This is an optimization exercise on Yosys and OpenROAD, whose aim is small area and a short achievable clock period, not a production implementation. At most, simulation tests tie the RTL to the original design; equivalence was not proved. The RTL of runs 1 and 2 was laid out without a check of its function. No activity file was given, so power comes from the tool's default toggle rates.

$ cat flow/config.mk
export PLATFORM = sky130hd
export DESIGN_NAME = jizin_rx
export DESIGN_NICKNAME = jizin_rx
export VERILOG_FILES = /design/flow/design.v
export SDC_FILE = /design/flow/constraint.sdc
export NUM_CORES = 4
export LEC_CHECK = 0
export CAP_MARGIN = 20
export CORE_MARGIN = 2
export CORE_UTILIZATION = 40
export SLEW_MARGIN = 20
$ cat flow/constraint.sdc
create_clock -name core_clock -period 11.5 [get_ports {clk}]
set_input_delay 2.3000 -clock core_clock [delete_from_list [all_inputs] [get_ports {clk}]]
set_output_delay 2.3000 -clock core_clock [all_outputs]
set_load 0.01 [all_outputs]
$ cat flow/design.v
module jizin_rx (
    input  wire        clk,
    input  wire        rst,
    input  wire        in_valid,
    input  wire [1:0]  in_hdr,
    input  wire [63:0] in_data,
    output reg         dat_valid,
    output wire [63:0] dat_data,
    output reg         frm_valid,
    output reg  [1:0]  frm_status,
    output reg         frm_crc_err,
    output wire [11:0] frm_seq,
    output wire [1:0]  frm_vc,
    output wire        frm_sot,
    output wire        frm_eot,
    output wire [7:0]  frm_len_m1,
    output reg         lc_valid,
    output wire [7:0]  lc_type,
    output wire [39:0] lc_fields,
    output reg         mk_valid,
    output reg         mk_stripe,
    output wire [7:0]  mk_lane,
    output wire [7:0]  mk_epoch,
    output wire [7:0]  mk_mask,
    output wire [11:0] next_rx,
    output reg  [15:0] blk_errs,
    output reg  [15:0] crc_errs,
    output reg  [15:0] frames_rx
);
    localparam [31:0] C_SOF = 32'hF0958FA1;    
    localparam [31:0] K_EOF = 32'h9ADD2096;    
    reg  [57:0]  scr;
    wire [121:0] ext = {in_data, scr};
    wire [63:0]  pay;
    genvar gi;
    generate
        for (gi = 0; gi < 64; gi = gi + 1) begin : g_ds
            assign pay[gi] = ext[58 + gi] ^ ext[19 + gi] ^ ext[gi];
        end
    endgenerate
    always @(posedge clk) begin
        if (rst)
            scr <= {58{1'b1}};
        else if (in_valid)
            scr <= in_data[63:6];
    end
    reg  [63:0] p1;
    reg  [47:0] p2;
    wire        in_frame_nx;
    wire       i_ok   = in_valid & ~rst;
    wire       i_data = (in_hdr == 2'b01);
    wire       i_ctrl = (in_hdr == 2'b10);
    wire [7:0] i_bt   = pay[7:0];
    wire       i_idle = (i_bt == 8'h1E);
    wire       i_mk   = (i_bt == 8'h2D) | (i_bt == 8'h33);
    wire       i_lc   = (i_bt == 8'h4B);
    wire       i_sof  = (i_bt == 8'h78);
    wire       i_eof  = (i_bt == 8'h87);
    reg  is_data, c_idle, c_sof, c_eof, c_lc, c_mk, c_err, h1c, e_blk;
    always @(posedge clk) begin
        p1        <= pay;
        h1c       <= i_ctrl;
        is_data   <= i_ok & i_data;
        c_idle    <= i_ok & i_ctrl & i_idle;
        c_sof     <= i_ok & i_ctrl & i_sof;
        c_eof     <= i_ok & i_ctrl & i_eof;
        e_blk     <= i_ctrl & i_eof;
        c_lc      <= i_ok & i_ctrl & i_lc;
        c_mk      <= i_ok & i_ctrl & i_mk;
        c_err     <= i_ok & ~i_data & ~(i_ctrl & (i_idle | i_mk | i_lc | i_sof | i_eof));
        dat_valid <= i_ok & i_data & in_frame_nx;
        p2        <= p1[55:8];
    end
    assign dat_data = p1;
    wire [7:0] syn8;
    wire crc8_ok  = ~|syn8;
    wire blk_err  = c_err | ((c_lc | c_mk) & ~crc8_ok);
    reg         in_frame;
    reg         f_bad, f_rsvd;
    reg  [4:0]  f_rem;           
    reg         f_got;           
    reg         f_over;          
    reg  [2:0]  f_l3;            
    reg  [31:0] f_crc;
    reg         sof_d;
    reg  [23:0] f_hdr;           
    wire in_dat   = in_frame & is_data;
    wire brk      = in_frame & (c_idle | c_sof);
    wire close    = in_frame & c_eof;
    assign in_frame_nx = c_sof | (in_frame & ~(c_idle | c_eof));
    wire last     = ~f_got & (f_rem == 5'd0);
    wire [7:0]  lmask;
    wire [3:0]  psel;
    generate
        for (gi = 0; gi < 8; gi = gi + 1) begin : g_lm
            assign lmask[gi] = (gi <= f_l3);
        end
        for (gi = 0; gi < 4; gi = gi + 1) begin : g_ps
            assign psel[gi] = e_blk & (f_l3[1:0] == (2'd3 - gi));
        end
    endgenerate
    wire [63:0] d_msk;
    wire [63:0] x_sh;
    generate
        for (gi = 0; gi < 8; gi = gi + 1) begin : g_dm
            assign d_msk[8*gi +: 8] = p1[8*gi +: 8] & {8{~e_blk & (h1c | ~last | lmask[gi])}};
        end
    endgenerate
    assign x_sh = ({32'd0, f_crc}       & {64{psel[0]}})
                | ({24'd0, f_crc,  8'd0} & {64{psel[1]}})
                | ({16'd0, f_crc, 16'd0} & {64{psel[2]}})
                | ({ 8'd0, f_crc, 24'd0} & {64{psel[3]}});
    wire [63:0] crc_d = d_msk | x_sh;
    wire [31:0] crc_s = ~h1c ? f_crc : (e_blk ? p1[39:8] : C_SOF);
    wire [31:0] crc_q = crc_s ^ crc_d[31:0];
    wire        inj   = ~h1c & last & ~f_l3[2];
    wire [31:0] crc_a = crc_q & {32{~inj}};
    wire [31:0] crc_b = inj ? crc_q : crc_d[63:32];
    wire [31:0] crc_out;             
    wire mc_t0 = crc_a[3] ^ crc_a[13];
    wire mc_t1 = crc_a[4] ^ crc_b[7];
    wire mc_t2 = crc_a[11] ^ crc_a[12];
    wire mc_t3 = crc_a[5] ^ crc_b[0];
    wire mc_t4 = crc_a[6] ^ crc_a[16];
    wire mc_t5 = crc_a[7] ^ crc_b[4];
    wire mc_t6 = crc_a[8] ^ crc_b[5];
    wire mc_t7 = crc_a[9] ^ crc_b[6];
    wire mc_t8 = crc_a[10] ^ crc_b[24];
    wire mc_t9 = crc_a[19] ^ crc_b[2];
    wire mc_t10 = crc_a[27] ^ crc_b[22];
    wire mc_t11 = crc_a[30] ^ crc_b[23];
    wire mc_t12 = crc_b[15] ^ mc_t0;
    wire mc_t13 = crc_a[0] ^ crc_b[3];
    wire mc_t14 = crc_a[1] ^ crc_a[14];
    wire mc_t15 = crc_a[2] ^ crc_a[15];
    wire mc_t16 = crc_a[31] ^ crc_b[29];
    wire mc_t17 = crc_a[17] ^ crc_b[31];
    wire mc_t18 = crc_a[20] ^ crc_b[8];
    wire mc_t19 = crc_a[21] ^ crc_b[9];
    wire mc_t20 = crc_a[22] ^ crc_b[10];
    wire mc_t21 = crc_a[23] ^ crc_b[11];
    wire mc_t22 = crc_a[24] ^ crc_b[12];
    wire mc_t23 = crc_a[25] ^ crc_b[13];
    wire mc_t24 = crc_a[26] ^ crc_b[14];
    wire mc_t25 = crc_b[16] ^ crc_b[28];
    wire mc_t26 = crc_b[17] ^ mc_t3;
    wire mc_t27 = crc_b[18] ^ crc_b[25];
    wire mc_t28 = crc_b[19] ^ crc_b[27];
    wire mc_t29 = crc_b[1] ^ crc_b[26];
    wire mc_t30 = crc_b[30] ^ mc_t5;
    wire mc_t31 = mc_t2 ^ mc_t19;
    wire mc_t32 = crc_a[13] ^ mc_t1;
    wire mc_t33 = crc_a[18] ^ crc_a[29];
    wire mc_t34 = crc_a[28] ^ mc_t24;
    wire mc_t35 = crc_b[20] ^ mc_t9;
    wire mc_t36 = crc_b[31] ^ mc_t6;
    wire mc_t37 = mc_t10 ^ mc_t26;
    wire mc_t38 = mc_t11 ^ mc_t25;
    wire mc_t39 = crc_a[5] ^ mc_t18;
    wire mc_t40 = crc_a[12] ^ mc_t21;
    wire mc_t41 = crc_a[15] ^ mc_t4;
    wire mc_t42 = crc_b[3] ^ mc_t7;
    wire mc_t43 = crc_b[21] ^ mc_t8;
    wire mc_t44 = crc_a[3] ^ crc_a[11];
    wire mc_t45 = crc_a[8] ^ crc_b[30];
    wire mc_t46 = crc_a[9] ^ mc_t17;
    wire mc_t47 = crc_a[16] ^ crc_a[25];
    wire mc_t48 = crc_a[19] ^ mc_t1;
    wire mc_t49 = crc_a[21] ^ mc_t22;
    wire mc_t50 = crc_a[22] ^ mc_t23;
    wire mc_t51 = crc_a[24] ^ mc_t16;
    wire mc_t52 = crc_a[28] ^ crc_b[2];
    wire mc_t53 = crc_b[0] ^ mc_t14;
    wire mc_t54 = crc_b[1] ^ mc_t15;
    wire mc_t55 = crc_b[7] ^ crc_b[26];
    wire mc_t56 = crc_b[28] ^ mc_t13;
    wire mc_t57 = crc_b[29] ^ mc_t20;
    wire mc_t58 = mc_t36 ^ mc_t37;
    wire mc_t59 = crc_a[1] ^ mc_t31;
    wire mc_t60 = crc_a[2] ^ crc_a[10];
    wire mc_t61 = crc_a[4] ^ crc_a[23];
    wire mc_t62 = crc_a[6] ^ mc_t14;
    wire mc_t63 = crc_a[7] ^ crc_b[12];
    wire mc_t64 = crc_a[14] ^ mc_t27;
    wire mc_t65 = crc_a[17] ^ crc_b[5];
    wire mc_t66 = crc_a[18] ^ crc_b[6];
    wire mc_t67 = crc_a[20] ^ mc_t40;
    wire mc_t68 = crc_a[26] ^ mc_t33;
    wire mc_t69 = crc_a[29] ^ mc_t10;
    wire mc_t70 = crc_a[31] ^ crc_b[20];
    wire mc_t71 = crc_b[2] ^ mc_t55;
    wire mc_t72 = crc_b[4] ^ mc_t4;
    wire mc_t73 = crc_b[9] ^ mc_t29;
    wire mc_t74 = crc_b[13] ^ crc_b[22];
    wire mc_t75 = crc_b[14] ^ mc_t2;
    wire mc_t76 = crc_b[15] ^ mc_t58;
    wire mc_t77 = crc_b[17] ^ crc_b[27];
    wire mc_t78 = crc_b[19] ^ mc_t13;
    wire mc_t79 = crc_b[21] ^ mc_t4;
    wire mc_t80 = crc_b[24] ^ mc_t12;
    wire mc_t81 = crc_b[25] ^ mc_t7;
    wire mc_t82 = crc_b[25] ^ mc_t22;
    wire mc_t83 = mc_t8 ^ mc_t48;
    wire mc_t84 = mc_t12 ^ mc_t27;
    wire mc_t85 = mc_t15 ^ mc_t35;
    wire mc_t86 = mc_t16 ^ mc_t43;
    wire mc_t87 = mc_t28 ^ mc_t32;
    wire mc_t88 = crc_a[0] ^ mc_t6;
    wire mc_t89 = crc_a[0] ^ mc_t87;
    wire mc_t90 = crc_a[2] ^ mc_t32;
    wire mc_t91 = crc_a[4] ^ crc_b[11];
    wire mc_t92 = crc_a[6] ^ crc_b[30];
    wire mc_t93 = crc_a[7] ^ crc_b[23];
    wire mc_t94 = crc_a[8] ^ crc_b[10];
    wire mc_t95 = crc_a[9] ^ mc_t38;
    wire mc_t96 = crc_a[11] ^ crc_a[30];
    wire mc_t97 = crc_a[12] ^ mc_t17;
    wire mc_t98 = crc_a[17] ^ mc_t35;
    wire mc_t99 = crc_a[18] ^ mc_t30;
    wire mc_t100 = crc_a[18] ^ mc_t77;
    wire mc_t101 = crc_a[19] ^ mc_t67;
    wire mc_t102 = crc_a[20] ^ mc_t45;
    wire mc_t103 = crc_a[28] ^ mc_t50;
    wire mc_t104 = crc_a[29] ^ mc_t34;
    wire mc_t105 = crc_a[31] ^ crc_b[7];
    wire mc_t106 = crc_b[0] ^ mc_t46;
    wire mc_t107 = crc_b[3] ^ crc_b[8];
    wire mc_t108 = crc_b[5] ^ crc_b[18];
    wire mc_t109 = crc_b[6] ^ mc_t6;
    wire mc_t110 = crc_b[8] ^ crc_b[11];
    wire mc_t111 = crc_b[9] ^ mc_t38;
    wire mc_t112 = crc_b[16] ^ mc_t29;
    wire mc_t113 = crc_b[20] ^ mc_t47;
    wire mc_t114 = crc_b[21] ^ mc_t31;
    wire mc_t115 = crc_b[22] ^ mc_t3;
    wire mc_t116 = crc_b[23] ^ mc_t34;
    wire mc_t117 = crc_b[24] ^ mc_t0;
    wire mc_t118 = crc_b[26] ^ mc_t49;
    wire mc_t119 = crc_b[27] ^ mc_t15;
    wire mc_t120 = crc_b[28] ^ mc_t42;
    wire mc_t121 = mc_t0 ^ mc_t70;
    wire mc_t122 = mc_t1 ^ mc_t52;
    wire mc_t123 = mc_t2 ^ mc_t23;
    wire mc_t124 = mc_t5 ^ mc_t62;
    wire mc_t125 = mc_t8 ^ mc_t39;
    wire mc_t126 = mc_t9 ^ mc_t20;
    wire mc_t127 = mc_t9 ^ mc_t105;
    wire mc_t128 = mc_t11 ^ mc_t18;
    wire mc_t129 = mc_t12 ^ mc_t28;
    wire mc_t130 = mc_t13 ^ mc_t54;
    wire mc_t131 = mc_t14 ^ mc_t30;
    wire mc_t132 = mc_t21 ^ mc_t66;
    wire mc_t133 = mc_t23 ^ mc_t37;
    wire mc_t134 = mc_t25 ^ mc_t42;
    wire mc_t135 = mc_t26 ^ mc_t86;
    wire mc_t136 = mc_t31 ^ mc_t39;
    wire mc_t137 = mc_t33 ^ mc_t56;
    wire mc_t138 = mc_t41 ^ mc_t73;
    wire mc_t139 = mc_t44 ^ mc_t53;
    wire mc_t140 = mc_t50 ^ mc_t82;
    wire mc_t141 = mc_t51 ^ mc_t79;
    wire mc_t142 = mc_t56 ^ mc_t118;
    wire mc_t143 = mc_t57 ^ mc_t81;
    wire mc_t144 = mc_t59 ^ mc_t102;
    wire mc_t145 = mc_t60 ^ mc_t74;
    wire mc_t146 = mc_t63 ^ mc_t85;
    wire mc_t147 = mc_t80 ^ mc_t141;
    wire mc_t148 = mc_t88 ^ mc_t125;
    wire mc_u0 = crc_a[10] ^ mc_t1;
    wire mc_u1 = mc_t10 ^ mc_t112;
    wire mc_u2 = mc_t128 ^ mc_t42;
    wire mc_u3 = mc_t72 ^ mc_u0;
    wire mc_u4 = mc_t139 ^ mc_t98;
    wire mc_u5 = mc_u1 ^ mc_u2;
    wire mc_u6 = mc_u3 ^ mc_u4;
    assign crc_out[0] = mc_u5 ^ mc_u6;
    wire mc_u7 = crc_a[31] ^ crc_b[23];
    wire mc_u8 = mc_t5 ^ mc_t65;
    wire mc_u9 = mc_u7 ^ mc_t100;
    wire mc_u10 = mc_t122 ^ mc_t43;
    wire mc_u11 = mc_u8 ^ mc_t130;
    wire mc_u12 = mc_t136 ^ mc_u10;
    wire mc_u13 = mc_u9 ^ mc_u11;
    assign crc_out[1] = mc_u12 ^ mc_u13;
    wire mc_u14 = crc_b[8] ^ mc_t27;
    wire mc_u15 = mc_t109 ^ mc_t115;
    wire mc_u16 = mc_t117 ^ mc_t126;
    wire mc_u17 = mc_t72 ^ mc_u14;
    wire mc_u18 = mc_t137 ^ mc_t59;
    wire mc_u19 = mc_u15 ^ mc_u16;
    wire mc_u20 = mc_u17 ^ mc_u18;
    assign crc_out[2] = mc_u19 ^ mc_u20;
    wire mc_u21 = mc_t11 ^ mc_t65;
    wire mc_u22 = mc_t73 ^ mc_t78;
    wire mc_u23 = mc_u21 ^ mc_t124;
    wire mc_u24 = mc_t143 ^ mc_t90;
    wire mc_u25 = mc_u22 ^ mc_t101;
    wire mc_u26 = mc_u23 ^ mc_u24;
    assign crc_out[3] = mc_u25 ^ mc_u26;
    wire mc_u27 = crc_b[10] ^ mc_t119;
    wire mc_u28 = mc_t121 ^ mc_t132;
    wire mc_u29 = mc_t49 ^ mc_t71;
    wire mc_u30 = mc_t131 ^ mc_u27;
    wire mc_u31 = mc_u28 ^ mc_u29;
    wire mc_u32 = mc_t148 ^ mc_u30;
    assign crc_out[4] = mc_u31 ^ mc_u32;
    wire mc_u33 = mc_t110 ^ mc_t19;
    wire mc_u34 = mc_t119 ^ mc_t36;
    wire mc_u35 = mc_t48 ^ mc_t79;
    wire mc_u36 = mc_u33 ^ mc_t120;
    wire mc_u37 = mc_t139 ^ mc_t140;
    wire mc_u38 = mc_u34 ^ mc_u35;
    wire mc_u39 = mc_u36 ^ mc_u37;
    assign crc_out[5] = mc_u38 ^ mc_u39;
    wire mc_u40 = crc_a[23] ^ crc_a[27];
    wire mc_u41 = crc_b[3] ^ mc_t24;
    wire mc_u42 = mc_t3 ^ mc_u40;
    wire mc_u43 = mc_t123 ^ mc_t57;
    wire mc_u44 = mc_t62 ^ mc_u41;
    wire mc_u45 = mc_u42 ^ mc_t111;
    wire mc_u46 = mc_u43 ^ mc_u44;
    wire mc_u47 = mc_t146 ^ mc_u45;
    assign crc_out[6] = mc_u46 ^ mc_u47;
    wire mc_u48 = crc_a[27] ^ crc_b[13];
    wire mc_u49 = crc_b[17] ^ mc_t94;
    wire mc_u50 = mc_u48 ^ mc_t30;
    wire mc_u51 = mc_t34 ^ mc_u49;
    wire mc_u52 = mc_t130 ^ mc_t67;
    wire mc_u53 = mc_u50 ^ mc_u51;
    wire mc_u54 = mc_t147 ^ mc_u52;
    assign crc_out[7] = mc_u53 ^ mc_u54;
    wire mc_u55 = crc_b[14] ^ crc_b[16];
    wire mc_u56 = mc_t47 ^ mc_t52;
    wire mc_u57 = mc_t6 ^ mc_t91;
    wire mc_u58 = mc_u55 ^ mc_t30;
    wire mc_u59 = mc_t46 ^ mc_t49;
    wire mc_u60 = mc_t53 ^ mc_t69;
    wire mc_u61 = mc_u56 ^ mc_u57;
    wire mc_u62 = mc_t84 ^ mc_u58;
    wire mc_u63 = mc_u59 ^ mc_u60;
    wire mc_u64 = mc_u61 ^ mc_u62;
    assign crc_out[8] = mc_u63 ^ mc_u64;
    wire mc_u65 = crc_a[1] ^ crc_b[12];
    wire mc_u66 = crc_b[19] ^ crc_b[7];
    wire mc_u67 = mc_t18 ^ mc_t44;
    wire mc_u68 = mc_u65 ^ mc_u66;
    wire mc_u69 = mc_t68 ^ mc_t72;
    wire mc_u70 = mc_u67 ^ mc_u68;
    wire mc_u71 = mc_t103 ^ mc_t85;
    wire mc_u72 = mc_u69 ^ mc_u70;
    wire mc_u73 = mc_u71 ^ mc_u72;
    assign crc_out[9] = mc_t76 ^ mc_u73;
    wire mc_u74 = crc_a[23] ^ mc_t108;
    wire mc_u75 = mc_t5 ^ mc_t145;
    wire mc_u76 = mc_t53 ^ mc_t71;
    wire mc_u77 = mc_u74 ^ mc_t104;
    wire mc_u78 = mc_t114 ^ mc_u75;
    wire mc_u79 = mc_u76 ^ mc_u77;
    assign crc_out[10] = mc_u78 ^ mc_u79;
    wire mc_u80 = crc_a[24] ^ mc_t107;
    wire mc_u81 = mc_t11 ^ mc_t20;
    wire mc_u82 = mc_t109 ^ mc_t54;
    wire mc_u83 = mc_t69 ^ mc_t75;
    wire mc_u84 = mc_u80 ^ mc_u81;
    wire mc_u85 = mc_t129 ^ mc_u82;
    wire mc_u86 = mc_u83 ^ mc_u84;
    assign crc_out[11] = mc_u85 ^ mc_u86;
    wire mc_u87 = crc_a[14] ^ crc_b[4];
    wire mc_u88 = mc_t47 ^ mc_t7;
    wire mc_u89 = mc_t70 ^ mc_u87;
    wire mc_u90 = mc_t122 ^ mc_t40;
    wire mc_u91 = mc_u88 ^ mc_u89;
    wire mc_u92 = mc_t111 ^ mc_t80;
    wire mc_u93 = mc_u90 ^ mc_u91;
    assign crc_out[12] = mc_u92 ^ mc_u93;
    wire mc_u94 = crc_a[14] ^ crc_a[15];
    wire mc_u95 = crc_a[26] ^ crc_a[29];
    wire mc_u96 = crc_b[10] ^ crc_b[16];
    wire mc_u97 = mc_t107 ^ mc_t65;
    wire mc_u98 = mc_u94 ^ mc_u95;
    wire mc_u99 = mc_u96 ^ mc_t32;
    wire mc_u100 = mc_t82 ^ mc_u97;
    wire mc_u101 = mc_u98 ^ mc_u100;
    wire mc_u102 = mc_u99 ^ mc_t135;
    assign crc_out[13] = mc_u101 ^ mc_u102;
    wire mc_u103 = crc_b[30] ^ crc_b[4];
    wire mc_u104 = mc_t110 ^ mc_t66;
    wire mc_u105 = mc_t96 ^ mc_u103;
    wire mc_u106 = mc_t64 ^ mc_u104;
    wire mc_u107 = mc_u105 ^ mc_t138;
    wire mc_u108 = mc_u106 ^ mc_t133;
    assign crc_out[14] = mc_u107 ^ mc_u108;
    wire mc_u109 = crc_b[10] ^ mc_t108;
    wire mc_u110 = mc_t28 ^ mc_t63;
    wire mc_u111 = mc_t127 ^ mc_t97;
    wire mc_u112 = mc_u109 ^ mc_u110;
    wire mc_u113 = mc_t116 ^ mc_t138;
    wire mc_u114 = mc_u111 ^ mc_u112;
    assign crc_out[15] = mc_u113 ^ mc_u114;
    wire mc_u115 = crc_a[11] ^ crc_b[11];
    wire mc_u116 = mc_t29 ^ mc_t33;
    wire mc_u117 = mc_t74 ^ mc_t94;
    wire mc_u118 = mc_u115 ^ mc_u116;
    wire mc_u119 = mc_u117 ^ mc_t124;
    wire mc_u120 = mc_t129 ^ mc_t83;
    wire mc_u121 = mc_t95 ^ mc_u118;
    wire mc_u122 = mc_u119 ^ mc_u120;
    assign crc_out[16] = mc_u121 ^ mc_u122;
    wire mc_u123 = crc_a[14] ^ crc_b[25];
    wire mc_u124 = mc_t16 ^ mc_t77;
    wire mc_u125 = mc_t91 ^ mc_u123;
    wire mc_u126 = mc_t75 ^ mc_u124;
    wire mc_u127 = mc_u125 ^ mc_t95;
    wire mc_u128 = mc_u126 ^ mc_t146;
    wire mc_u129 = mc_t148 ^ mc_u127;
    assign crc_out[17] = mc_u128 ^ mc_u129;
    wire mc_u130 = crc_b[12] ^ crc_b[13];
    wire mc_u131 = crc_b[26] ^ mc_u130;
    wire mc_u132 = mc_t41 ^ mc_u131;
    wire mc_u133 = mc_t120 ^ mc_t84;
    wire mc_u134 = mc_u132 ^ mc_t135;
    wire mc_u135 = mc_t144 ^ mc_u133;
    assign crc_out[18] = mc_u134 ^ mc_u135;
    wire mc_u136 = crc_a[21] ^ mc_t4;
    wire mc_u137 = mc_t112 ^ mc_t145;
    wire mc_u138 = mc_t30 ^ mc_t57;
    wire mc_u139 = mc_t64 ^ mc_t75;
    wire mc_u140 = mc_u136 ^ mc_t106;
    wire mc_u141 = mc_u137 ^ mc_u138;
    wire mc_u142 = mc_u139 ^ mc_t89;
    wire mc_u143 = mc_u140 ^ mc_u141;
    assign crc_out[19] = mc_u142 ^ mc_u143;
    wire mc_u144 = crc_a[22] ^ crc_a[30];
    wire mc_u145 = crc_b[14] ^ mc_u144;
    wire mc_u146 = mc_t41 ^ mc_u145;
    wire mc_u147 = mc_t134 ^ mc_t87;
    wire mc_u148 = mc_t99 ^ mc_u146;
    wire mc_u149 = mc_t101 ^ mc_u147;
    wire mc_u150 = mc_u148 ^ mc_t76;
    assign crc_out[20] = mc_u149 ^ mc_u150;
    wire mc_u151 = crc_a[1] ^ crc_a[7];
    wire mc_u152 = crc_b[18] ^ mc_t16;
    wire mc_u153 = mc_t52 ^ mc_t61;
    wire mc_u154 = mc_t96 ^ mc_u151;
    wire mc_u155 = mc_t12 ^ mc_u152;
    wire mc_u156 = mc_u153 ^ mc_u154;
    wire mc_u157 = mc_u155 ^ mc_u156;
    wire mc_u158 = mc_t142 ^ mc_t58;
    assign crc_out[21] = mc_u157 ^ mc_u158;
    wire mc_u159 = crc_a[16] ^ crc_a[30];
    wire mc_u160 = crc_a[3] ^ crc_b[18];
    wire mc_u161 = mc_t2 ^ mc_t28;
    wire mc_u162 = mc_t45 ^ mc_t55;
    wire mc_u163 = mc_t60 ^ mc_u159;
    wire mc_u164 = mc_u160 ^ mc_t39;
    wire mc_u165 = mc_t51 ^ mc_t69;
    wire mc_u166 = mc_u161 ^ mc_u162;
    wire mc_u167 = mc_u163 ^ mc_t103;
    wire mc_u168 = mc_t98 ^ mc_u164;
    wire mc_u169 = mc_u165 ^ mc_u166;
    wire mc_u170 = mc_u167 ^ mc_u168;
    assign crc_out[22] = mc_u169 ^ mc_u170;
    wire mc_u171 = crc_a[25] ^ mc_t28;
    wire mc_u172 = mc_t61 ^ mc_t92;
    wire mc_u173 = mc_t121 ^ mc_t128;
    wire mc_u174 = mc_t34 ^ mc_u171;
    wire mc_u175 = mc_u172 ^ mc_t106;
    wire mc_u176 = mc_t114 ^ mc_t137;
    wire mc_u177 = mc_u173 ^ mc_u174;
    wire mc_u178 = mc_u175 ^ mc_u176;
    assign crc_out[23] = mc_u177 ^ mc_u178;
    wire mc_u179 = mc_t17 ^ mc_t20;
    wire mc_u180 = mc_t93 ^ mc_t68;
    wire mc_u181 = mc_t71 ^ mc_u179;
    wire mc_u182 = mc_t134 ^ mc_t136;
    wire mc_u183 = mc_u180 ^ mc_u181;
    wire mc_u184 = mc_t147 ^ mc_u182;
    assign crc_out[24] = mc_u183 ^ mc_u184;
    wire mc_u185 = crc_b[2] ^ mc_t21;
    wire mc_u186 = mc_t29 ^ mc_t93;
    wire mc_u187 = mc_t100 ^ mc_t113;
    wire mc_u188 = mc_t117 ^ mc_u185;
    wire mc_u189 = mc_u186 ^ mc_t143;
    wire mc_u190 = mc_u187 ^ mc_u188;
    wire mc_u191 = mc_t144 ^ mc_u189;
    assign crc_out[25] = mc_u190 ^ mc_u191;
    wire mc_u192 = crc_a[26] ^ crc_b[27];
    wire mc_u193 = mc_t45 ^ mc_u192;
    wire mc_u194 = mc_t126 ^ mc_t40;
    wire mc_u195 = mc_t43 ^ mc_t46;
    wire mc_u196 = mc_t64 ^ mc_u193;
    wire mc_u197 = mc_t90 ^ mc_u194;
    wire mc_u198 = mc_u195 ^ mc_u196;
    wire mc_u199 = mc_t142 ^ mc_u197;
    assign crc_out[26] = mc_u198 ^ mc_u199;
    wire mc_u200 = crc_b[1] ^ crc_b[29];
    wire mc_u201 = mc_t17 ^ mc_t3;
    wire mc_u202 = mc_u200 ^ mc_t132;
    wire mc_u203 = mc_t35 ^ mc_t38;
    wire mc_u204 = mc_t41 ^ mc_u201;
    wire mc_u205 = mc_t140 ^ mc_u202;
    wire mc_u206 = mc_u203 ^ mc_u204;
    wire mc_u207 = mc_t89 ^ mc_u205;
    assign crc_out[27] = mc_u206 ^ mc_u207;
    wire mc_u208 = mc_t22 ^ mc_t24;
    wire mc_u209 = mc_t44 ^ mc_t61;
    wire mc_u210 = mc_t7 ^ mc_t38;
    wire mc_u211 = mc_u208 ^ mc_u209;
    wire mc_u212 = mc_t86 ^ mc_t99;
    wire mc_u213 = mc_u210 ^ mc_u211;
    wire mc_u214 = mc_t133 ^ mc_u212;
    assign crc_out[28] = mc_u213 ^ mc_u214;
    wire mc_u215 = crc_b[1] ^ mc_t27;
    wire mc_u216 = mc_t92 ^ mc_t123;
    wire mc_u217 = mc_t51 ^ mc_u215;
    wire mc_u218 = mc_t116 ^ mc_t83;
    wire mc_u219 = mc_u216 ^ mc_u217;
    wire mc_u220 = mc_u218 ^ mc_u219;
    assign crc_out[29] = mc_t76 ^ mc_u220;
    wire mc_u221 = crc_a[30] ^ crc_a[5];
    wire mc_u222 = crc_b[22] ^ mc_u221;
    wire mc_u223 = mc_t113 ^ mc_t78;
    wire mc_u224 = mc_t97 ^ mc_u222;
    wire mc_u225 = mc_t104 ^ mc_t131;
    wire mc_u226 = mc_t83 ^ mc_t84;
    wire mc_u227 = mc_u223 ^ mc_u224;
    wire mc_u228 = mc_u225 ^ mc_u226;
    assign crc_out[30] = mc_u227 ^ mc_u228;
    wire mc_u229 = crc_a[10] ^ crc_a[16];
    wire mc_u230 = crc_b[21] ^ mc_u229;
    wire mc_u231 = mc_t115 ^ mc_t12;
    wire mc_u232 = mc_t127 ^ mc_t36;
    wire mc_u233 = mc_t54 ^ mc_t68;
    wire mc_u234 = mc_t78 ^ mc_t81;
    wire mc_u235 = mc_u230 ^ mc_u231;
    wire mc_u236 = mc_u232 ^ mc_u233;
    wire mc_u237 = mc_u234 ^ mc_u235;
    assign crc_out[31] = mc_u236 ^ mc_u237;
    wire c8_t0 = p1[11] ^ p1[18];
    wire c8_t1 = p1[12] ^ p1[23];
    wire c8_t2 = p1[13] ^ p1[30];
    wire c8_t3 = p1[14] ^ p1[28];
    wire c8_t4 = p1[15] ^ p1[29];
    wire c8_t5 = p1[32] ^ p1[34];
    wire c8_t6 = p1[33] ^ p1[44];
    wire c8_t7 = p1[45] ^ p1[47];
    wire c8_t8 = p1[46] ^ c8_t2;
    wire c8_t9 = p1[8] ^ c8_t5;
    wire c8_t10 = p1[9] ^ c8_t6;
    wire c8_t11 = p1[10] ^ c8_t7;
    wire c8_t12 = p1[16] ^ c8_t3;
    wire c8_t13 = p1[17] ^ p1[54];
    wire c8_t14 = p1[19] ^ c8_t8;
    wire c8_t15 = p1[22] ^ c8_t4;
    wire c8_t16 = p1[24] ^ c8_t1;
    wire c8_t17 = p1[39] ^ c8_t0;
    wire c8_t18 = p1[20] ^ p1[27];
    wire c8_t19 = p1[21] ^ p1[25];
    wire c8_t20 = p1[26] ^ p1[35];
    wire c8_t21 = p1[31] ^ p1[40];
    wire c8_t22 = p1[36] ^ p1[38];
    wire c8_t23 = p1[37] ^ p1[48];
    wire c8_t24 = p1[41] ^ p1[43];
    wire c8_t25 = p1[42] ^ p1[50];
    wire c8_t26 = p1[49] ^ c8_t16;
    wire c8_t27 = p1[51] ^ p1[52];
    wire c8_t28 = p1[53] ^ c8_t11;
    wire c8_t29 = p1[54] ^ c8_t17;
    wire c8_t30 = p1[55] ^ c8_t9;
    wire c8_t31 = c8_t10 ^ c8_t12;
    wire c8_t32 = c8_t13 ^ c8_t15;
    wire c8_t33 = c8_t14 ^ c8_t21;
    wire c8_t34 = c8_t18 ^ c8_t27;
    wire c8_t35 = c8_t23 ^ c8_t29;
    wire c8_u0 = p1[23] ^ p1[28];
    wire c8_u1 = p1[35] ^ p1[44];
    wire c8_u2 = p1[56] ^ c8_u0;
    wire c8_u3 = c8_u1 ^ c8_u2;
    wire c8_u4 = c8_t30 ^ c8_u3;
    wire c8_u5 = c8_t33 ^ c8_t35;
    assign syn8[0] = c8_u4 ^ c8_u5;
    wire c8_u6 = p1[20] ^ p1[29];
    wire c8_u7 = p1[41] ^ p1[57];
    wire c8_u8 = c8_t22 ^ c8_t5;
    wire c8_u9 = c8_t7 ^ c8_u6;
    wire c8_u10 = c8_u7 ^ c8_t8;
    wire c8_u11 = c8_u8 ^ c8_u9;
    wire c8_u12 = c8_t26 ^ c8_t31;
    wire c8_u13 = c8_u10 ^ c8_u11;
    wire c8_u14 = c8_t35 ^ c8_u12;
    assign syn8[1] = c8_u13 ^ c8_u14;
    wire c8_u15 = p1[38] ^ p1[40];
    wire c8_u16 = p1[48] ^ p1[58];
    wire c8_u17 = c8_t0 ^ c8_t13;
    wire c8_u18 = c8_t19 ^ c8_t25;
    wire c8_u19 = c8_t3 ^ c8_t4;
    wire c8_u20 = c8_t6 ^ c8_u15;
    wire c8_u21 = c8_u16 ^ c8_t11;
    wire c8_u22 = c8_u17 ^ c8_u18;
    wire c8_u23 = c8_u19 ^ c8_u20;
    wire c8_u24 = c8_t26 ^ c8_u21;
    wire c8_u25 = c8_u22 ^ c8_u23;
    assign syn8[2] = c8_u24 ^ c8_u25;
    wire c8_u26 = p1[12] ^ p1[25];
    wire c8_u27 = p1[26] ^ p1[45];
    wire c8_u28 = p1[49] ^ p1[50];
    wire c8_u29 = p1[51] ^ p1[59];
    wire c8_u30 = c8_t24 ^ c8_u26;
    wire c8_u31 = c8_u27 ^ c8_u28;
    wire c8_u32 = c8_u29 ^ c8_t15;
    wire c8_u33 = c8_t17 ^ c8_u30;
    wire c8_u34 = c8_u31 ^ c8_t14;
    wire c8_u35 = c8_t30 ^ c8_u32;
    wire c8_u36 = c8_u33 ^ c8_u34;
    assign syn8[3] = c8_u35 ^ c8_u36;
    wire c8_u37 = p1[14] ^ p1[47];
    wire c8_u38 = p1[60] ^ c8_t20;
    wire c8_u39 = c8_t25 ^ c8_u37;
    wire c8_u40 = c8_t10 ^ c8_t16;
    wire c8_u41 = c8_t34 ^ c8_u38;
    wire c8_u42 = c8_u39 ^ c8_u40;
    wire c8_u43 = c8_u41 ^ c8_t33;
    assign syn8[4] = c8_u42 ^ c8_u43;
    wire c8_u44 = p1[13] ^ p1[15];
    wire c8_u45 = p1[31] ^ p1[36];
    wire c8_u46 = p1[61] ^ c8_t19;
    wire c8_u47 = c8_t24 ^ c8_u44;
    wire c8_u48 = c8_u45 ^ c8_t12;
    wire c8_u49 = c8_t34 ^ c8_t9;
    wire c8_u50 = c8_u46 ^ c8_u47;
    wire c8_u51 = c8_t28 ^ c8_u48;
    wire c8_u52 = c8_u49 ^ c8_u50;
    assign syn8[5] = c8_u51 ^ c8_u52;
    wire c8_u53 = p1[11] ^ p1[21];
    wire c8_u54 = p1[32] ^ p1[37];
    wire c8_u55 = p1[42] ^ p1[46];
    wire c8_u56 = p1[52] ^ p1[53];
    wire c8_u57 = p1[62] ^ c8_t20;
    wire c8_u58 = c8_u53 ^ c8_u54;
    wire c8_u59 = c8_u55 ^ c8_u56;
    wire c8_u60 = c8_u57 ^ c8_u58;
    wire c8_u61 = c8_u59 ^ c8_t31;
    wire c8_u62 = c8_t32 ^ c8_u60;
    assign syn8[6] = c8_u61 ^ c8_u62;
    wire c8_u63 = p1[18] ^ p1[27];
    wire c8_u64 = p1[30] ^ p1[33];
    wire c8_u65 = p1[34] ^ p1[43];
    wire c8_u66 = p1[55] ^ p1[63];
    wire c8_u67 = c8_t1 ^ c8_t22;
    wire c8_u68 = c8_u63 ^ c8_u64;
    wire c8_u69 = c8_u65 ^ c8_u66;
    wire c8_u70 = c8_u67 ^ c8_u68;
    wire c8_u71 = c8_u69 ^ c8_t28;
    wire c8_u72 = c8_t32 ^ c8_u70;
    assign syn8[7] = c8_u71 ^ c8_u72;
    wire ld_crc  = c_sof | close | (in_dat & ~f_got);
    always @(posedge clk) begin
        if (rst)
            in_frame <= 1'b0;
        else
            in_frame <= in_frame_nx;
        sof_d <= c_sof;
        if (sof_d)
            f_hdr <= p2[23:0];
        if (ld_crc)
            f_crc <= crc_out;
        if (c_sof) begin
            f_bad  <= 1'b0;
            f_rsvd <= |p1[63:32];
            f_rem  <= p1[31:27];
            f_l3   <= p1[26:24];
            f_got  <= 1'b0;
            f_over <= 1'b0;
        end else begin
            if (in_frame & blk_err)
                f_bad <= 1'b1;
            if (in_dat) begin
                if (f_got)
                    f_over <= 1'b1;
                else if (f_rem == 5'd0)
                    f_got <= 1'b1;
                else
                    f_rem <= f_rem - 5'd1;
            end
        end
    end
    assign frm_seq    = f_hdr[11:0];
    assign frm_vc     = f_hdr[13:12];
    assign frm_sot    = f_hdr[14];
    assign frm_eot    = f_hdr[15];
    assign frm_len_m1 = f_hdr[23:16];
    always @(posedge clk) begin
        lc_valid  <= ~rst & c_lc & crc8_ok;
        mk_valid  <= ~rst & c_mk & crc8_ok;
        mk_stripe <= p1[1];
    end
    assign lc_type   = p2[7:0];
    assign lc_fields = p2[47:8];
    assign mk_lane   = p2[7:0];
    assign mk_epoch  = p2[15:8];
    assign mk_mask   = p2[23:16];
    reg chk;
    reg be_d;
    wire        count_ok = f_got & ~f_over;
    wire        crc_fail = count_ok & (f_crc != K_EOF);
    wire        bad      = f_bad | f_rsvd | ~count_ok | crc_fail;
    wire [11:0] sq       = frames_rx[11:0] + ~f_hdr[11:0];    
    wire        seq_eq   = &sq;
    wire        seq_dup  = ~|sq[11:8];
    always @(posedge clk) begin
        chk  <= ~rst & close;
        be_d <= ~rst & blk_err;
        frm_valid   <= ~rst & (brk | chk);
        frm_status  <= (brk | bad) ? 2'd2 : seq_eq ? 2'd0 : seq_dup ? 2'd1 : 2'd3;
        frm_crc_err <= ~brk & crc_fail;
        if (rst) begin
            blk_errs  <= 16'd0;
            crc_errs  <= 16'd0;
            frames_rx <= 16'd0;
        end else begin
            blk_errs  <= blk_errs + {15'd0, be_d};
            crc_errs  <= crc_errs + {15'd0, frm_valid & frm_crc_err};
            frames_rx <= frames_rx + {15'd0, frm_valid & (frm_status == 2'd0)};
        end
    end
    assign next_rx = frames_rx[11:0];
endmodule
$ cat flow/flow/run.sh
#!/bin/bash
# Standard ORFS layout (standard.sh), with timing repair aimed at a setup
# margin, small port buffers and small clock buffers. ORFS writes each step's
# log under orfs/logs; make's own output goes to standard.log.
bash standard.sh \
  SETUP_SLACK_MARGIN=8.3 \
  "BUFFER_PORTS_ARGS=-buffer_cell sky130_fd_sc_hd__buf_1" \
  "CTS_BUF_LIST=sky130_fd_sc_hd__clkbuf_4" \
  finish > standard.log 2>&1
$ cat flow/standard.sh
#!/bin/bash
# synth_recipe.tcl (not shown) runs the flow's synth.tcl, then flattens the netlist and writes it again
# the make line also repeats each setting of config.mk as NAME=value (left out here)
make -C /OpenROAD-flow-scripts/flow DESIGN_CONFIG=/design/flow/config.mk WORK_HOME=/design/flow/orfs CLKGATE_MAP_FILE= SYNTH_SCRIPT=/design/flow/synth_recipe.tcl "${@:-finish}"
==> results of run 1 <==
[stage by stage]
step / hold WS (ns) / std cells / cell area [um2] / setup slack, ns / power [mW]
floorplan: 0.3922 / 2075 / 20880 / 7.920 / 4.526
global placement: 0.4277 / 2949 / 22370 / 6.625 / 5.534
detailed placement: 0.4326 / 2949 / 22370 / 6.513 / 5.534
CTS: 0.4310 / 3405 / 30290 / 7.704 / 7.722
global route: 0.4230 / 3505 / 32150 / 7.585 / 8.590
finish: 0.4097 / 3506 / 32150 / 7.685 / 8.301
[final timing paths]
path	start	endpoint	cells after the start
worst min register to register	p2[19]$_DFF_P_	f_hdr[19]$_DFFE_PP_	0
worst min-delay path	p2[19]$_DFF_P_	f_hdr[19]$_DFFE_PP_	0
worst max register to register	f_l3[0]$_DFFE_PP_	f_crc[22]$_DFFE_PP_	17
worst max-delay path	f_l3[0]$_DFFE_PP_	f_crc[22]$_DFFE_PP_	17
[cell usage in the layout (no fill, tap or decap), types with 29 or more instances in the layout]
| cell type | instances |
|---|---|
| xnor2_4 | 36 |
| nor2b_1 | 75 |
| xnor2_2 | 104 |
| buf_12 | 30 |
| nand2_1 | 80 |
| clkbuf_4 | 132 |
| dfxtp_2 | 79 |
| dfxtp_4 | 86 |
| nor2_1 | 102 |
| mux2i_1 | 29 |
| xor2_2 | 30 |
| o21ai_0 | 43 |
| nand3_1 | 38 |
| xor2_1 | 104 |
| a21oi_4 | 29 |
| edfxtp_1 | 65 |
| a21oi_1 | 44 |
| xnor3_1 | 37 |
| buf_6 | 258 |
| buf_1 | 65 |
| buf_4 | 327 |
| inv_1 | 36 |
| xnor2_1 | 352 |
| dfxtp_1 | 77 |
| a211o_1 | 61 |
[flip-flops by register name (all words and copies together), names as in the netlist, 2 cells and up]
register,cells
f_crc,32
f_hdr,24
scr,58
p2,48
crc_errs,16
f_l3,3
blk_errs,16
p1,64
f_rem,5
frames_rx,16
frm_status,2
[cell families after synthesis]
group	synth area share
buffers and inverters	0.04149
and+or+nand+nor	0.1230
adders and majority gates	0.01328
AOI/OAI and AO/OA	0.1229
xor gates and xnor gates	0.3337
muxes	0.03172
DFF	0.3339
[report_power, final]
group	total, mW	switching, mW	internal [mW]
logic	5.73	2.72	3.01
registers	1.51	0.103	1.41
clock network	1.06	0.522	0.540
[critical path, stage by stage (launching register included)]
cell	delay, ns
edfxtp_1	0.40
buf_6	0.15
buf_6	0.12
clkbuf_16	0.16
nor2b_2	0.34
a32o_1	0.28
a21oi_4	0.06
xor2_4	0.18
buf_12	0.16
buf_12	0.13
o21ai_4	0.19
buf_12	0.15
xnor2_4	0.08
buf_4	0.16
xnor2_2	0.29
xnor2_2	0.18
xnor2_2	0.16
xnor3_1	0.33
[layer usage]
layer / GRT usage / share of wire / vias up / wire length [um]
met2: 0.5373 / 0.44 / 1297 / 42600
met1: 0.4488 / 0.38 / 9842 / 37470
met3: 0.09711 / 0.12 / 408 / 11420
met4: 0.1901 / 0.064 / 0 / 6259
met5: 0 / 0 / - / 0
li1: - / - / 8521 / -
[layout make-up]
class                           count  area, um2
Antenna cell                        3      7.507
Clock buffer                      130      975.9
Clock inverter                     24      140.1
Fill cell                        3831      18020
Inverter                           40      153.9
Multi-Input combinational cell   1601      15990
Sequential cell                   307       7218
Tap cell                          672      840.8
Timing Repair Buffer              728       6820
Timing Repair inverter              1      7.507
[timing repair]
action / CTS / global route
pin swaps: 129 / 116
resized for setup: 1016 / 194
gates cloned: 12 / 5
buffers inserted: 290 / 93
endpoints found under the setup margin: 265 / 266
==> summary.txt, run 1 <==
total I/O pin count -> 297
post-DR wirelength/cell -> 27.88 um
overall routing resource usage -> 0.3511
CP max FO -> 8
FP Rows -> 82
clock root cell -> clkbuf_4
Worst Max-Slew Pin Slew -> 0.9026 ns
DRT antenna net count -> 0
Distinct cells, synth -> 87
# port buffers -> 296
Synth top area share -> 0.2380
Setup TNS -> 0 ns
Slew HR -> 0.3919
share of layout cells above drive strength 1 -> 0.4878
CTS tree -> yes
Worst Setup End Kind -> register
antenna violations before repair -> 4
Peak VDD IR -> 140.9 uV
leak pwr -> 13.17 nW
Synth Net Count -> 2165
grt total ovfl -> 0
max cap viols -> 0
number of vias per cell -> 5.724
final period utilization -> 0.3318
Syn Inst Count -> 2075
drt total wl -> 97760 um
die width -> 229.6 um
clock transition at the registers of the reported paths -> 0.08 ns
number of synthesized flops with an enable pin -> 65
#FFs+latches synth -> 307
Area Growth Syn to Fin -> 57.96%
Reg2Reg Setup Slack -> 7.68 ns
Min-Delay Path Class -> register to register
detailed placement HPWL -> 62400 um
Initial Util -> 0.4057
first-pass GRT wire length -> 134800 um
final setup vio count -> 0
area leader, netlist -> dfxtp_1
Die H -> 229.6 um
DR pass1 iterations -> 8
PwrDens -> 258.2 nW/um2
RePlAce Congestion -> 1.047
via count -> 20070
core area -> 50170 um2
Fmax achieved -> 0.2621 GHz
largest net degree at the start of global routing -> 106
Num CTS Buffers -> 85
Max Buffers Root-to-Sink -> 3
clk_skew -> 0.1008 ns
mapped cell area -> 20350 um2
CTS Hold Bufs -> 0
RSZ-0062 raised after global routing -> yes
Synth Flop Type -> dfxtp_1
Startpoint Class -> register
Final Hold Fails -> 0
Final Critical Period -> 3.815 ns
DRC -> 0
status -> timing/DRC/antenna clean
kind of critical path -> register to register
number of global-route vias before repair -> 19520
NumNets Final -> 2854
fin. max-slew vios -> 0
Worst EP arrival -> 4.38 ns
post-synthesis sequential area ratio -> 0.3339
H-Tree Depth -> 3
clk sink count -> 307
clk latency of the worst-skew pair -> 0.88 ns
critical path data required time -> 12.07 ns
DR iter-0 viols -> 2202
Synth Warn # -> 1
post-synthesis async set-or-reset flop share -> 0
mean post-synth cell area -> 9.809 um2
Core Util, Final -> 0.6409
Area contributors post-synth -> dfxtp_1 (24%), xnor2_1 (21%), edfxtp_1 (9.6%)
die area -> 52710 um2
count leader, synth -> xnor2_1
top post-synthesis cells by count -> xnor2_1 (487), dfxtp_1 (242), xor2_1 (152)
==> inputs of run 2 (changes only) <==
==> flow/run.sh (new file) <==
#!/bin/bash
# synth_recipe.tcl (not shown) runs the flow's synth.tcl, then flattens the netlist and writes it again
# the make line also repeats each setting of config.mk as NAME=value (left out here)
make -C /OpenROAD-flow-scripts/flow DESIGN_CONFIG=/design/flow/config.mk WORK_HOME=/design/flow/orfs CLKGATE_MAP_FILE= SYNTH_SCRIPT=/design/flow/synth_recipe.tcl finish
--- a/flow/config.mk
+++ b/flow/config.mk
@@ -9,3 +9,4 @@
 export CORE_MARGIN = 2
 export CORE_UTILIZATION = 40
+export SETUP_SLACK_MARGIN = 5
 export SLEW_MARGIN = 20
removed: flow/flow/run.sh
removed: flow/standard.sh
==> run 2 against run 1 <==
Compared with the run above:
- still clean on timing, DRC and antenna
- design area fell by 22%
- sequential share of layout area rose by 4.8 points
- utilization fell by 14 points
- critical endpoint is now f_crc[25]$_DFFE_PP_
==> summary.txt, run 2 <==
number of vias per cell -> 5.619
DRC -> 0
Area Growth Syn to Fin -> 22.49%
total I/O pin count -> 297
number of global-route vias before repair -> 16450
Worst Max-Slew Pin Slew -> 1.262 ns
status -> timing/DRC/antenna clean
die width -> 229.6 um
post-synthesis sequential area ratio -> 0.3339
CTS tree -> yes
Syn Inst Count -> 2075
Min-Delay Path Class -> register to register
post-CTS setup buffer count -> 0
#FFs+latches synth -> 307
Die H -> 229.6 um
kind of critical path -> register to register
number of synthesized flops with an enable pin -> 65
Worst Setup End Kind -> register
Area contributors post-synth -> dfxtp_1 (24%), xnor2_1 (21%), edfxtp_1 (9.6%)
Final Hold Fails -> 0
number of flip-flops in the largest register -> 64
final setup vio count -> 0
DR pass1 iterations -> 6
total power -> 6.887 mW
clk latency of the worst-skew pair -> 0.56 ns
RSZ-0062 raised after global routing -> no
commonest non-fill, non-tap cells in the layout -> xnor2_1 (486), clkdlybuf4s50_1 (294), dfxtp_1 (240), xor2_1 (152), nor2_1 (108)
post-synthesis async set-or-reset flop share -> 0
overall routing resource usage -> 0.3034
via count -> 16910
leak pwr -> 9.313 nW
critical path data required time -> 11.79 ns
Num CTS Buffers -> 36
Slew HR -> 0.1500
Synth Flop Type -> dfxtp_1
DR iter-0 viols -> 2047
final worst setup slack -> 6.257 ns
PwrDens -> 276.2 nW/um2
Peak VDD IR -> 152.2 uV
Setup TNS -> 0 ns
CP Cell Sequence -> buf_4, nor3_1, buf_4, nand2_2, buf_4, nor2_1, mux2i_1, a21boi_0, xor2_1, xnor2_1, xnor2_1, xnor3_1, xnor2_1
share of layout cells above drive strength 1 -> 0.06932
clk sink count -> 307
FP Rows -> 82
clock root cell -> clkbuf_16
RePlAce Congestion -> 1.073
core area -> 50170 um2
Synth Warn # -> 1
Worst EP arrival -> 5.54 ns
Startpoint Class -> register
most common cell after layout, fill and taps aside -> xnor2_1
fin. max-slew vios -> 0
mean post-synth cell area -> 9.809 um2
Final Critical Period -> 5.243 ns
Core Util, Final -> 0.4969
count leader, synth -> xnor2_1
Fmax achieved -> 0.1907 GHz
Initial Util -> 0.4057
Max Buffers Root-to-Sink -> 3
area leader, netlist -> dfxtp_1
CTS Hold Bufs -> 0
H-Tree Depth -> 2
detailed placement HPWL -> 63120 um
Setup WS pre-CTS -> 6.412 ns
clk_skew -> 0.02325 ns
DRT antenna net count -> 0
NumNets Final -> 2401
drt total wl -> 81900 um
post-DR wirelength/cell -> 27.21 um
clock transition at the registers of the reported paths -> 0.06 ns
Worst path max stage delay -> 0.75 ns
max cap viols -> 0
top post-synthesis cells by count -> xnor2_1 (487), dfxtp_1 (242), xor2_1 (152)
largest net degree at the start of global routing -> 94
Largest regs -> p1 x64, scr x58, p2 x48
Distinct cells, synth -> 87
Synth Net Count -> 2165
final period utilization -> 0.4559
CTS resizes -> 0
grt total ovfl -> 0
Largest Register -> p1
antenna violations before repair -> 3
first-pass GRT wire length -> 116600 um
CP max FO -> 51
die area -> 52710 um2
mapped cell area -> 20350 um2
final hold slack -> 0.4356 ns
CP max-delay cell -> a21boi_0
# port buffers -> 296
Synth top area share -> 0.2380
run 2: cell count changes in the layout (fill, tap and decap cells not counted), moves of 48 or more:
| cell | before | now |
|---|---|---|
| buf_1 | 65 | 0 |
| xnor2_1 | 352 | 486 |
| clkbuf_4 | 132 | 0 |
| clkdlybuf4s50_1 | 0 | 294 |
| dfxtp_4 | 86 | 0 |
| dfxtp_2 | 79 | 2 |
| buf_4 | 327 | 35 |
| buf_6 | 258 | 0 |
| xnor2_2 | 104 | 6 |
| xor2_1 | 104 | 152 |
| dfxtp_1 | 77 | 240 |
run 2: final cells by class:
type	count	area, um2
inverter	40	150.1
multi-input combinational	1597	12730
antenna	1	2.502
timing repair buffer	329	3206
clock inverter	18	206.4
sequential	307	6799
fill	4639	25240
tap	672	840.8
clock buffer	46	1001
run 2: cell families after synthesis:
family | after synthesis | synth area share
multiplexers | 57 | 0.03172
XOR/XNOR | 694 | 0.3337
flip-flops | 307 | 0.3339
buffers and inverters | 171 | 0.04149
AO/OA/AOI/OAI | 346 | 0.1229
adder cells (fa/ha/maj) | 21 | 0.01328
AND/OR/NAND/NOR | 479 | 0.1230
run 2: power by group:
group,switching [mW],internal [mW]
combinational,2.13,2.03
sequential,0.173,1.39
clock,0.480,0.690
total,2.78,4.11
run 2: path summary, 6_finish.rpt:
path / startpoint / end / slack [ns] / depth (start not counted)
worst max-delay path: h1c$_DFF_P_ / f_crc[25]$_DFFE_PP_ / 6.26 / 13
worst min-delay path: c_mk$_DFF_P_ / mk_valid$_DFF_P_ / 0.44 / 1
worst max register to register: h1c$_DFF_P_ / f_crc[25]$_DFFE_PP_ / 6.26 / 13
worst min register to register: c_mk$_DFF_P_ / mk_valid$_DFF_P_ / 0.44 / 1
run 2: per-stage QoR:
| stage | cell area, um2 | cells |
|---|---|---|
| 2_1_floorplan | 20350 | 2075 |
| 3_3_place_gp | 23720 | 2945 |
| 3_5_place_dp | 23720 | 2945 |
| 4_1_cts | 24930 | 3009 |
| 5_1_grt | 24930 | 3009 |
| 6_report | 24930 | 3010 |
run 2: routing by layer:
metal / up-vias / share of wire / GRT usage
li1: 7552 / - / -
met1: 8174 / 0.43 / 0.4180
met2: 973 / 0.42 / 0.4483
met3: 215 / 0.10 / 0.07097
met4: 0 / 0.050 / 0.1394
met5: - / 0 / 0
run 2: worst max-delay path: cells and delay by family, from the launching register on:
kind                   cells  cell delay (ns)
XOR/XNOR                   5             1.49
buffers and inverters      3             1.26
AND/OR/NAND/NOR            3             0.87
AO/OA/AOI/OAI              1             0.75
flip-flops                 1             0.31
multiplexers               1             0.24
==> inputs of run 3 (changes only) <==
--- a/flow/design.v
+++ b/flow/design.v
@@ -57,13 +57,11 @@
     wire       i_sof  = (i_bt == 8'h78);
     wire       i_eof  = (i_bt == 8'h87);
-    reg  is_data, c_idle, c_sof, c_eof, c_lc, c_mk, c_err, h1c, e_blk;
+    reg  is_data, c_idle, c_sof, c_eof, c_lc, c_mk, c_err;
     always @(posedge clk) begin
         p1        <= pay;
-        h1c       <= i_ctrl;
         is_data   <= i_ok & i_data;
         c_idle    <= i_ok & i_ctrl & i_idle;
         c_sof     <= i_ok & i_ctrl & i_sof;
         c_eof     <= i_ok & i_ctrl & i_eof;
-        e_blk     <= i_ctrl & i_eof;
         c_lc      <= i_ok & i_ctrl & i_lc;
         c_mk      <= i_ok & i_ctrl & i_mk;
@@ -90,19 +88,29 @@
     assign in_frame_nx = c_sof | (in_frame & ~(c_idle | c_eof));
     wire last     = ~f_got & (f_rem == 5'd0);
-    wire [7:0]  lmask;
-    wire [3:0]  psel;
+    wire       rem0     = (f_rem == 5'd0);
+    wire [4:0] f_rem_nx = c_sof ? p1[31:27] : (in_dat & ~f_got & ~rem0) ? f_rem - 5'd1 : f_rem;
+    wire       f_got_nx = ~c_sof & (f_got | (in_dat & rem0));
+    wire [2:0] f_l3_nx  = c_sof ? p1[26:24] : f_l3;
+    wire       last_nx  = ~f_got_nx & (f_rem_nx == 5'd0);
+    reg  [7:0] m_r;                  
+    reg  [3:0] psel;                 
+    reg        inj;                  
     generate
-        for (gi = 0; gi < 8; gi = gi + 1) begin : g_lm
-            assign lmask[gi] = (gi <= f_l3);
+        for (gi = 0; gi < 8; gi = gi + 1) begin : g_mr
+            always @(posedge clk)
+                m_r[gi] <= ~(i_ctrl & i_eof) & ((i_ctrl & i_sof) | ~last_nx | (gi <= f_l3_nx));
         end
         for (gi = 0; gi < 4; gi = gi + 1) begin : g_ps
-            assign psel[gi] = e_blk & (f_l3[1:0] == (2'd3 - gi));
+            always @(posedge clk)
+                psel[gi] <= i_ctrl & i_eof & (f_l3_nx[1:0] == (2'd3 - gi));
         end
     endgenerate
+    always @(posedge clk)
+        inj <= i_data & last_nx & ~f_l3_nx[2];
     wire [63:0] d_msk;
     wire [63:0] x_sh;
     generate
         for (gi = 0; gi < 8; gi = gi + 1) begin : g_dm
-            assign d_msk[8*gi +: 8] = p1[8*gi +: 8] & {8{~e_blk & (h1c | ~last | lmask[gi])}};
+            assign d_msk[8*gi +: 8] = p1[8*gi +: 8] & {8{m_r[gi]}};
         end
     endgenerate
@@ -112,7 +120,6 @@
                 | ({ 8'd0, f_crc, 24'd0} & {64{psel[3]}});
     wire [63:0] crc_d = d_msk | x_sh;
-    wire [31:0] crc_s = ~h1c ? f_crc : (e_blk ? p1[39:8] : C_SOF);
+    wire [31:0] crc_s = ({32{is_data}} & f_crc) | ({32{c_eof}} & p1[39:8]) | ({32{c_sof}} & C_SOF);
     wire [31:0] crc_q = crc_s ^ crc_d[31:0];
-    wire        inj   = ~h1c & last & ~f_l3[2];
     wire [31:0] crc_a = crc_q & {32{~inj}};
     wire [31:0] crc_b = inj ? crc_q : crc_d[63:32];
@@ -668,20 +675,14 @@
             f_bad  <= 1'b0;
             f_rsvd <= |p1[63:32];
-            f_rem  <= p1[31:27];
-            f_l3   <= p1[26:24];
-            f_got  <= 1'b0;
             f_over <= 1'b0;
         end else begin
             if (in_frame & blk_err)
                 f_bad <= 1'b1;
-            if (in_dat) begin
-                if (f_got)
-                    f_over <= 1'b1;
-                else if (f_rem == 5'd0)
-                    f_got <= 1'b1;
-                else
-                    f_rem <= f_rem - 5'd1;
-            end
+            if (in_dat & f_got)
+                f_over <= 1'b1;
         end
+        f_rem <= f_rem_nx;
+        f_got <= f_got_nx;
+        f_l3  <= f_l3_nx;
     end
     assign frm_seq    = f_hdr[11:0];
==> flow/flow/run.sh (new file) <==
#!/bin/bash
# Standard ORFS layout (standard.sh) with timing repair aimed at a setup
# margin and small port buffers. ORFS writes each step's log under
# orfs/logs; make's own output goes to standard.log.
bash standard.sh \
  SETUP_SLACK_MARGIN=8.1 \
  "BUFFER_PORTS_ARGS=-buffer_cell sky130_fd_sc_hd__buf_1" \
  finish > standard.log 2>&1
==> flow/standard.sh (new file) <==
#!/bin/bash
# synth_recipe.tcl (not shown) runs the flow's synth.tcl, then flattens the netlist and writes it again
# the make line also repeats each setting of config.mk as NAME=value (left out here)
make -C /OpenROAD-flow-scripts/flow DESIGN_CONFIG=/design/flow/config.mk WORK_HOME=/design/flow/orfs CLKGATE_MAP_FILE= SYNTH_SCRIPT=/design/flow/synth_recipe.tcl "${@:-finish}"
--- a/flow/config.mk
+++ b/flow/config.mk
@@ -9,4 +9,3 @@
 export CORE_MARGIN = 2
 export CORE_UTILIZATION = 40
-export SETUP_SLACK_MARGIN = 5
 export SLEW_MARGIN = 20
removed: flow/run.sh
==> run 3 against run 2 <==
Compared with the run above:
- area after synthesis shrank 1.3%
- wire length is 4.7% lower
- first-iteration DRC count grew 0.20%
- clock power rose by 4%
- largest power group unchanged
- setup slack improved by 1.8 ns
- clock skew fell by 0.0063 ns
- combinational power increased by 15%
- critical endpoint is now frm_eot
- design area increased by 5.5%
- cell count grew 3.8%
- utilization is 3.1 points higher
==> summary.txt, run 3 <==
Syn Inst Count -> 2002
Worst EP arrival -> 1.13 ns
DR iter-0 viols -> 2051
post-DR wirelength/cell -> 24.98 um
clk sink count -> 318
DR pass1 iterations -> 9
PwrDens -> 286.4 nW/um2
Distinct cells, synth -> 92
Startpoint Class -> register
Slew HR -> 0.2584
count leader, synth -> xnor2_1
die width -> 228.1 um
post-synthesis async set-or-reset flop share -> 0
FP Rows -> 82
NumNets Final -> 2511
mean post-synth cell area -> 10.03 um2
status -> timing/DRC/antenna clean
DRC -> 0
Core Util, Final -> 0.5277
reg2reg path depth -> 11
clock root cell -> clkbuf_16
top post-synthesis cells by count -> xnor2_1 (523), dfxtp_1 (261), xor2_1 (145)
Final Hold Fails -> 0
leak pwr -> 10.30 nW
drt total wl -> 78020 um
Synth Flop Type -> dfxtp_1
CTS tree -> yes
H-Tree Depth -> 2
number of fill cells in the layout -> 4440
Clock power frac -> 0.162
final hold slack -> 0.4098 ns
#FFs+latches synth -> 318
most common cell after layout, fill and taps aside -> xnor2_1
number of flip-flops in the largest register -> 64
Critical Path Stages -> 1
Min-Delay Path Class -> register to register
DRT antenna net count -> 0
core area -> 49860 um2
Hold Path End -> p2[45]$_DFF_P_
Final Critical Period -> 3.426 ns
Crit path max-delay family -> flip-flops
Peak VDD IR -> 148.6 uV
via count -> 17340
total I/O pin count -> 297
Largest Register -> p1
# port buffers -> 296
antenna violations before repair -> 4
Setup TNS -> 0 ns
number of synthesized flops with an enable pin -> 57
Die H -> 228.1 um
fin. max-slew vios -> 0
Area contributors post-synth -> dfxtp_1 (26%), xnor2_1 (23%), edfxtp_1 (8.5%)
number of vias per cell -> 5.553
clk_skew -> 0.01692 ns
commonest non-fill, non-tap cells in the layout -> xnor2_1 (469), buf_4 (190), dfxtp_1 (138), buf_1 (131), xor2_1 (123)
share of layout cells above drive strength 1 -> 0.3167
kind of critical path -> register to output pin
Worst path max stage delay -> 0.41 ns
Reg-to-Reg Start -> f_crc[20]$_DFFE_PP_
overall routing resource usage -> 0.2862
Synth Warn # -> 1
Synth Net Count -> 2091
largest net degree at the start of global routing -> 70
RSZ-0062 raised after global routing -> yes
Setup WS pre-CTS -> 7.414 ns
final worst setup slack -> 8.074 ns
Worst Hold Launch -> p1[53]$_DFF_P_
mapped cell area -> 20090 um2
CP max-delay cell -> edfxtp_1
clock transition at the registers of the reported paths -> 0.07 ns
worst r2r dst -> f_crc[8]$_DFFE_PP_
Worst Max-Slew Pin Slew -> 1.112 ns
area leader, netlist -> dfxtp_1
die area -> 52030 um2
Reg2Reg Setup Slack -> 8.09 ns
CTS Hold Bufs -> 0
Fmax achieved -> 0.2918 GHz
WHS Path Cells -> 0
number of global-route vias before repair -> 16320
Area Growth Syn to Fin -> 30.98%
clk latency of the worst-skew pair -> 0.56 ns
Synth top area share -> 0.2601
part of the power in registers -> 0.202
CP max FO -> 1
final setup vio count -> 0
detailed placement HPWL -> 54910 um
Largest regs -> p1 x64, scr x58, p2 x48
final period utilization -> 0.2980
critical path data required time -> 9.20 ns
Num CTS Buffers -> 36
Gate power share -> 0.635
Sw Ratio -> 0.4154
grt total ovfl -> 0
Initial Util -> 0.4029
CP Cell Sequence -> clkbuf_2
internal power -> 4.405 mW
post-synthesis sequential area ratio -> 0.3453
worst path bufs/invs -> 1
Sw Pwr -> 3.130 mW
Max Buffers Root-to-Sink -> 3
max cap viols -> 0
RePlAce Congestion -> 1.029
first-pass GRT wire length -> 110800 um
Worst Setup End Kind -> output pin
-- run 3: cell count changes after synthesis, moves of 12 or more --
cell | before | now
o21ai_0 | 64 | 26
xnor2_1 | 487 | 523
a21oi_1 | 83 | 48
xnor3_1 | 41 | 9
a222oi_1 | 2 | 32
mux2i_1 | 39 | 12
dfxtp_1 | 242 | 261
xnor2_2 | 5 | 24
a22oi_1 | 7 | 24
o21ai_1 | 9 | 25
nand2b_1 | 22 | 10
-- run 3: cell families after synthesis --
logic type               share of synthesized area
XOR/XNOR                                    0.3388
AND/OR/NAND/NOR                             0.1075
AO/OA/AOI/OAI                               0.1342
flip-flops                                  0.3453
buffers and inverters                      0.04391
multiplexers                               0.01738
adder cells (fa/ha/maj)                    0.01283
-- run 3: how the worst max path moves through the flow --
stage	from	end	slack [ns]
global placement	inj$_DFF_P_	f_crc[2]$_DFFE_PP_	7.40
finish	f_hdr[15]$_DFFE_PP_	frm_eot	8.07
global route	f_hdr[15]$_DFFE_PP_	frm_eot	8.04
detailed placement	in_data[5]	m_r[6]$_DFF_P_	7.41
floorplan	in_data[4]	m_r[6]$_DFF_P_	7.92
CTS	f_crc[6]$_DFFE_PP_	f_crc[2]$_DFFE_PP_	7.99
-- run 3: routing by layer --
metal,global-route usage,share of wire,up-vias
li1,-,-,7674
met1,0.3642,0.39,8369
met2,0.4478,0.45,1030
met3,0.07413,0.10,268
met4,0.1464,0.060,0
met5,0,0,-
-- run 3: final cells by class --
cell class / instances / area (um2) / area share
multi-input cells: 1513 / 13320 / 0.5063
flip-flops and latches: 318 / 7298 / 0.2774
repair buffers: 513 / 3440 / 0.1307
clock buffers: 47 / 983.4 / 0.03738
well taps: 672 / 840.8 / 0.03196
clock inverters: 19 / 272.8 / 0.01037
inverters: 40 / 151.4 / 0.005754
diodes: 1 / 2.502 / 0.00009511
-- run 3: timing repair --
item | 4_1_cts | 5_1_grt
pin swaps | 20 | 51
endpoints found under the setup margin | 193 | 145
gates cloned | 0 | 2
resized for setup | 356 | 208
buffers inserted | 120 | 66
-- run 3: metrics by stage --
| stage | instance area, um2 | instances | power [mW] |
|---|---|---|---|
| floorplan | 20160 | 2002 | 4.554 |
| global placement | 21630 | 2868 | 5.640 |
| detailed placement | 21630 | 2868 | 5.631 |
| CTS | 24810 | 3054 | 7.127 |
| global route | 26310 | 3122 | 7.807 |
| finish | 26310 | 3123 | 7.534 |
-- run 3: power by group through the flow --
stage	combinational (mW)	sequential [mW]	clock, mW
global placement	4.02	1.62	0
detailed placement	4.01	1.63	0
global route	4.99	1.53	1.29
floorplan	2.99	1.56	0
finish	4.79	1.53	1.22
CTS	4.37	1.52	1.24

[static timing again, ports no longer ideal]
No port has a modelled driver above. Below, the same layouts with a new extraction and two added sets of constraints. Step 1 sets driving cells, clkbuf_16 on the clock port and buf_2 on the other inputs (assumed; they add their load-dependent delay and slew). Step 2 moves the port delays by t, midway between the first and last clock arrival at a register: inputs arrive t later, outputs are due t later. That takes back most of the time a late clock gives input paths. a / b / c = no drivers / after step 1 / after step 2; a / b = the first two.
run	t, ns	setup slack, ns	latest minus earliest clock arrival (ns)
run 1	0.883	7.685 / 7.685 / 7.496	0.103 / 0.102
run 2	0.609	6.257 / 6.257 / 6.257	0.024 / 0.023
run 3	0.614	8.074 / 8.009 / 7.559	0.019 / 0.020
After both steps setup and hold are still met in every run listed. For run 3, which loses most, drivers alone change the setup slack by -0.065 ns; drivers and shift together by -0.515 ns.
